This is an optimization exercise on Yosys and OpenROAD, whose aim is small area, a short achievable clock period and few clock cycles, not a production implementation.
Only simulation tests tie the RTL to the original design; equivalence was not proved.
Power and IR drop assume default switching activity.

==> inputs of run R <==
==> flow/design.v (excerpt) <==
module dz3_tile_scrambler (
    input  wire        clk,
    input  wire        rst_n,
    input  wire        cmd_valid,
    output reg         cmd_ready,
    input  wire        cmd_dir,
    input  wire [63:0] cmd_block,
    input  wire [63:0] cmd_page,
    input  wire [63:0] cmd_slot,
    input  wire        in_valid,
    output reg         in_ready,
    input  wire [63:0] in_data,
    output reg         out_valid,
    output reg  [63:0] out_data,
    output reg         res_valid,
    output reg         res_crc_ok
);
clock: 10.0 ns
lec_check: 0
cap_margin: 20
core_margin: 2
core_utilization: 72
place_density: 0.82
slew_margin: 20
standard.sh (not shown) runs the stock make flow with config.mk's settings and CLKGATE_MAP_FILE= SYNTH_SCRIPT=/design/flow/synth_recipe.tcl, a recipe that flattens the netlist after the stock synthesis.
==> flow/flow/run.sh <==
#!/bin/bash
# The standard layout (standard.sh), with:
#  - plain buf_1 cells as the port buffers,
#  - a larger setup margin for timing repair,
#  - clock tree: clkbuf_16 root, clkbuf_8 below it, larger sink clusters, no dummy loads.
set -euo pipefail
bash standard.sh \
  BUFFER_PORTS_ARGS="-buffer_cell sky130_fd_sc_hd__buf_1" \
  SETUP_SLACK_MARGIN=6.9 \
  CTS_ARGS="-sink_clustering_enable -repair_clock_nets -dont_use_dummy_load -root_buf sky130_fd_sc_hd__clkbuf_16 -buf_list sky130_fd_sc_hd__clkbuf_8 -sink_clustering_size 16 -sink_clustering_max_diameter 50" \
  finish > standard.log 2>&1
==> inputs of run Y, as changes to run R <==
--- a/flow/design.v
+++ b/flow/design.v
@@ -95,19 +95,15 @@
             prbs64 = {s, ks};
         end
     endfunction
     wire [86:0] step     = prbs64(lfsr);
     wire [63:0] result   = in_data ^ step[63:0];
     wire        adv      = in_valid & in_ready;
     wire        last     = (beat == BEAT_LAST);
-    wire        take_idle = seed_ok & !in_ready;
-    wire        take_last = seed_ok & in_ready & last;
-    wire        take      = take_idle | (in_valid & take_last);
-    wire        take_sel  = take_idle | take_last;
-    wire        step_en   = adv | take_idle;
+    wire        take     = seed_ok & (!in_ready | (adv & last));
     wire        accept   = cmd_valid & cmd_ready;
     wire [31:0] crc_base = first1 ? 32'hFFFF_FFFF : crc;
     wire [63:0] cx = {plain_r[63:32], crc_base ^ plain_r[31:0]};
     wire [31:0] cy;
     wire [412:0] cg;
     assign cg[0] = cx[32] ^ cx[55];
     assign cg[1] = cx[38] ^ cx[47];
@@ -559,81 +555,82 @@
     always @(*) begin
         in_ready_n = in_ready;
         if (take)
             in_ready_n = 1'b1;
         else if (adv & last)
             in_ready_n = 1'b0;
         beat_n = beat;
-        if (step_en)
-            beat_n = take_sel ? 10'd0 : beat + 10'd1;
+        if (take)
+            beat_n = 10'd0;
+        else if (adv)
+            beat_n = beat + 10'd1;
     end
     always @(posedge clk) begin
         if (!rst_n) begin
-            cmd_ready <= 1'b0;
+            cmd_ready <= 1'b1;
             in_ready  <= 1'b0;
             eng       <= 1'b0;
             out_valid <= 1'b0;
             first1    <= 1'b0;
             last1     <= 1'b0;
             last2     <= 1'b0;
             res_valid <= 1'b0;
         end else begin
-            cmd_ready <= !eng & !accept & jc[6] & (!in_ready | (beat >= BEAT_CMD));
+            cmd_ready <= !eng & !accept & (!in_ready | (beat >= BEAT_CMD));
             in_ready  <= in_ready_n;
             if (accept)
                 eng <= 1'b1;
             else if (take)
                 eng <= 1'b0;
             out_valid <= adv;
             first1    <= adv & (beat == 10'd0);
             last1     <= adv & last;
             last2     <= last1;
             res_valid <= last2;
         end
     end
     always @(posedge clk) begin
-        p_sr <= {fa_sum & eng, p_sr[63:1]}  | ({64{accept}} & cmd_page);
-        s_sr <= {p_sr[0] & eng, s_sr[63:1]} | ({64{accept}} & cmd_slot);
-        b_sr <= {s_sr[0] & eng, b_sr[63:1]} | ({64{accept}} & cmd_block);
-        if (accept) begin
+        if (cmd_ready) begin
+            p_sr    <= cmd_page;
+            s_sr    <= cmd_slot;
+            b_sr    <= cmd_block;
             b_h     <= 4'd0;
             pcol_n  <= pcol_n0;
             qcol_n  <= qcol_n0;
             pcol_c  <= 3'd3;
             qcol_c  <= 3'd2;
             pq_c    <= 1'b0;
             fa_c    <= 1'b1;
             jc      <= 7'd0;
             wrapped <= 1'b0;
             dir_n   <= cmd_dir;
         end else begin
+            p_sr    <= {fa_sum, p_sr[63:1]};
+            s_sr    <= {p_sr[0], s_sr[63:1]};
+            b_sr    <= {s_sr[0], b_sr[63:1]};
             b_h     <= {b_h[2:0], b_sr[0]};
             pcol_n  <= pcol_nx;
             qcol_n  <= qcol_nx;
             pcol_c  <= pcol_sum[3:1];
             qcol_c  <= qcol_sum[3:1];
             pq_c    <= pq_co;
             fa_c    <= fa_co;
-            if (!rst_n || take) begin
-                jc      <= 7'd0;
-            end else if (eng) begin
-                if (jc == 7'd68) begin
-                    jc      <= 7'd46;
-                    wrapped <= 1'b1;
-                end else begin
-                    jc      <= jc + 7'd1;
-                end
-            end else if (!jc[6]) begin
+            if (jc == 7'd68) begin
+                jc      <= 7'd46;
+                wrapped <= 1'b1;
+            end else begin
                 jc      <= jc + 7'd1;
             end
         end
-        if (step_en)
-            lfsr <= take_sel ? seed : step[86:64];
-        if (take)
+        if (take) begin
+            lfsr <= seed;
             dir  <= dir_n;
+        end else if (adv) begin
+            lfsr <= step[86:64];
+        end
         beat     <= beat_n;
         out_data <= result;
         plain_r  <= dir ? result : in_data;
         beat1 <= adv;
         if (beat1)
             crc <= cy;
         res_crc_ok <= (crc == RESIDUE);
==> flow/flow/run.sh (replaced) <==
#!/bin/bash
# The standard layout (standard.sh), with:
#  - plain buf_1 cells as the port buffers,
#  - a larger setup margin for timing repair,
#  - clock tree: clkbuf_8 buffers, larger sink clusters, no dummy loads.
set -euo pipefail
bash standard.sh \
  BUFFER_PORTS_ARGS="-buffer_cell sky130_fd_sc_hd__buf_1" \
  SETUP_SLACK_MARGIN=7.0 \
  CTS_ARGS="-sink_clustering_enable -repair_clock_nets -dont_use_dummy_load -buf_list sky130_fd_sc_hd__clkbuf_8 -sink_clustering_size 16 -sink_clustering_max_diameter 50" \
  finish > standard.log 2>&1
CORE_UTILIZATION = 65   (was 72)
PLACE_DENSITY = 0.75   (was 0.82)
==> inputs of run H, as changes to run R <==
--- a/flow/design.v
+++ b/flow/design.v
@@ -14,15 +14,19 @@
     output reg  [63:0] out_data,
     output reg         res_valid,
     output reg         res_crc_ok
 );
     localparam [31:0] RESIDUE = 32'hB798_B438;
     localparam [9:0]  BEAT_CMD = 10'd398;
     localparam [9:0]  BEAT_LAST = 10'd515;
-    reg [63:0] p_sr, s_sr, b_sr;
+    localparam [63:0] SR_INV = 64'hAAAA_AAAA_AAAA_AAAA;
+    reg  [63:0] p_r, s_r, b_r;
+    wire [63:0] p_sr = p_r ^ SR_INV;
+    wire [63:0] s_sr = s_r ^ SR_INV;
+    wire [63:0] b_sr = b_r ^ SR_INV;
     reg [3:0]  b_h;                 
     reg [2:0]  pcol_n, qcol_n;      
     reg [2:0]  pcol_c, qcol_c;      
     reg        pq_c;                
     reg        fa_c;                
     reg [6:0]  jc;                  
     reg        wrapped;
@@ -587,17 +591,17 @@
             first1    <= adv & (beat == 10'd0);
             last1     <= adv & last;
             last2     <= last1;
             res_valid <= last2;
         end
     end
     always @(posedge clk) begin
-        p_sr <= {fa_sum & eng, p_sr[63:1]}  | ({64{accept}} & cmd_page);
-        s_sr <= {p_sr[0] & eng, s_sr[63:1]} | ({64{accept}} & cmd_slot);
-        b_sr <= {s_sr[0] & eng, b_sr[63:1]} | ({64{accept}} & cmd_block);
+        p_r <= ({fa_sum & eng, p_sr[63:1]}  | ({64{accept}} & cmd_page)) ^ SR_INV;
+        s_r <= ({p_sr[0] & eng, s_sr[63:1]} | ({64{accept}} & cmd_slot)) ^ SR_INV;
+        b_r <= ({s_sr[0] & eng, b_sr[63:1]} | ({64{accept}} & cmd_block)) ^ SR_INV;
         if (accept) begin
             b_h     <= 4'd0;
             pcol_n  <= pcol_n0;
             qcol_n  <= qcol_n0;
             pcol_c  <= 3'd3;
             qcol_c  <= 3'd2;
             pq_c    <= 1'b0;
==> flow/flow/run.sh (replaced) <==
#!/bin/bash
# The standard layout (standard.sh), with:
#  - plain buf_1 cells as the port buffers,
#  - a larger setup margin for timing repair,
#  - clock tree: clkbuf_16 root, clkbuf_8 below it, larger sink clusters, no dummy loads.
set -euo pipefail
bash standard.sh \
  BUFFER_PORTS_ARGS="-buffer_cell sky130_fd_sc_hd__buf_1" \
  SETUP_SLACK_MARGIN=6.95 \
  CTS_ARGS="-sink_clustering_enable -repair_clock_nets -dont_use_dummy_load -root_buf sky130_fd_sc_hd__clkbuf_16 -buf_list sky130_fd_sc_hd__clkbuf_8 -sink_clustering_size 16 -sink_clustering_max_diameter 50" \
  finish > standard.log 2>&1
CORE_UTILIZATION = 75   (was 72)
PLACE_DENSITY = 0.85   (was 0.82)
==> notes <==
Via count: run H > run R > run Y.
In run R the wire length is lower than in run Y, by about 2.2%.
In run H the sequential power is smaller than in run Y, by about 7%.
The lowest register-to-register slack belongs to run H, the highest to run Y.
Synthesized cell count, highest first: run H, run R, run Y.
Between run H and run Y, the lower global-route usage is in run Y (gap 14 points).
==> figures <==
| metric | run Y | run R | run H |
|---|---|---|---|
| Status | finished clean | finished clean | finished clean |
| Cell row count | 64 | 61 | 58 |
| Via count of the first global-routing pass | 13900 | 14100 | 15600 |
| Post-Place Cell Area | 22000 sq um | 21500 sq um | 20900 sq um |
| DR vias/cell | 5.53 | 5.70 | 6.38 |
| Filler cells | 2064 | 1650 | 1184 |
| Multi-input combinational area share | 0.483 | 0.473 | 0.466 |
| Combined area of the multi-input logic cells | 11200 sq um | 10500 sq um | 10200 sq um |
| Core area | 30800 sq um | 27600 sq um | 25300 sq um |
| CP max FO | 2 | 60 | 10 |
| Final Non-Filler Cells | 2452 | 2443 | 2431 |
| Worst reg2reg endpoint | crc[10] | crc[14] | qcol_n[1] |
| Part of the power in registers | 0.469 | 0.462 | 0.462 |
| Xor/xnor share of the synthesized area | 0.340 | 0.350 | 0.352 |
Testbench counts of run R, summed over its fixed seeds: cycles 67,152.
Testbench counts of run Y, summed over its fixed seeds: cycles 66,640.
Testbench counts of run H, summed over its fixed seeds: cycles 67,152.

[port drivers added, routing unchanged]
Ports are ideal in the flow. The routed layouts listed here were re-timed in OpenROAD. Step 1: set_driving_cell puts a clkbuf_16 on clk and a buf_2 on each other input, an assumption about the parent block. Step 2 adds t to the input delays and takes it off the output delays; t is the mean of the earliest and latest rising clock arrival at the registers after step 1. Input paths then give back, and output paths get back, about the clock's delay inside the block. Slacks: ideal / step 1 / step 2; pairs: ideal / step 1.
| run | t, ns | setup WS [ns] | hold WS [ns] | worst data-port slew with drivers (ns) | cell pins on the clock port's net |
|---|---|---|---|---|---|
| run R | 0.536 | 6.909 / 6.872 / 6.544 | 0.357 / 0.357 / 0.357 | 0.08 | 1 |
| run Y | 0.593 | 6.928 / 6.878 / 6.485 | 0.426 / 0.426 / 0.426 | 0.08 | 1 |
| run H | 0.548 | 6.828 / 6.828 / 6.397 | 0.335 / 0.335 / 0.335 | 0.10 | 1 |
After both steps setup and hold are still met in every run listed. For run Y, which loses most, drivers alone change the setup slack by -0.050 ns; drivers and shift together by -0.443 ns.
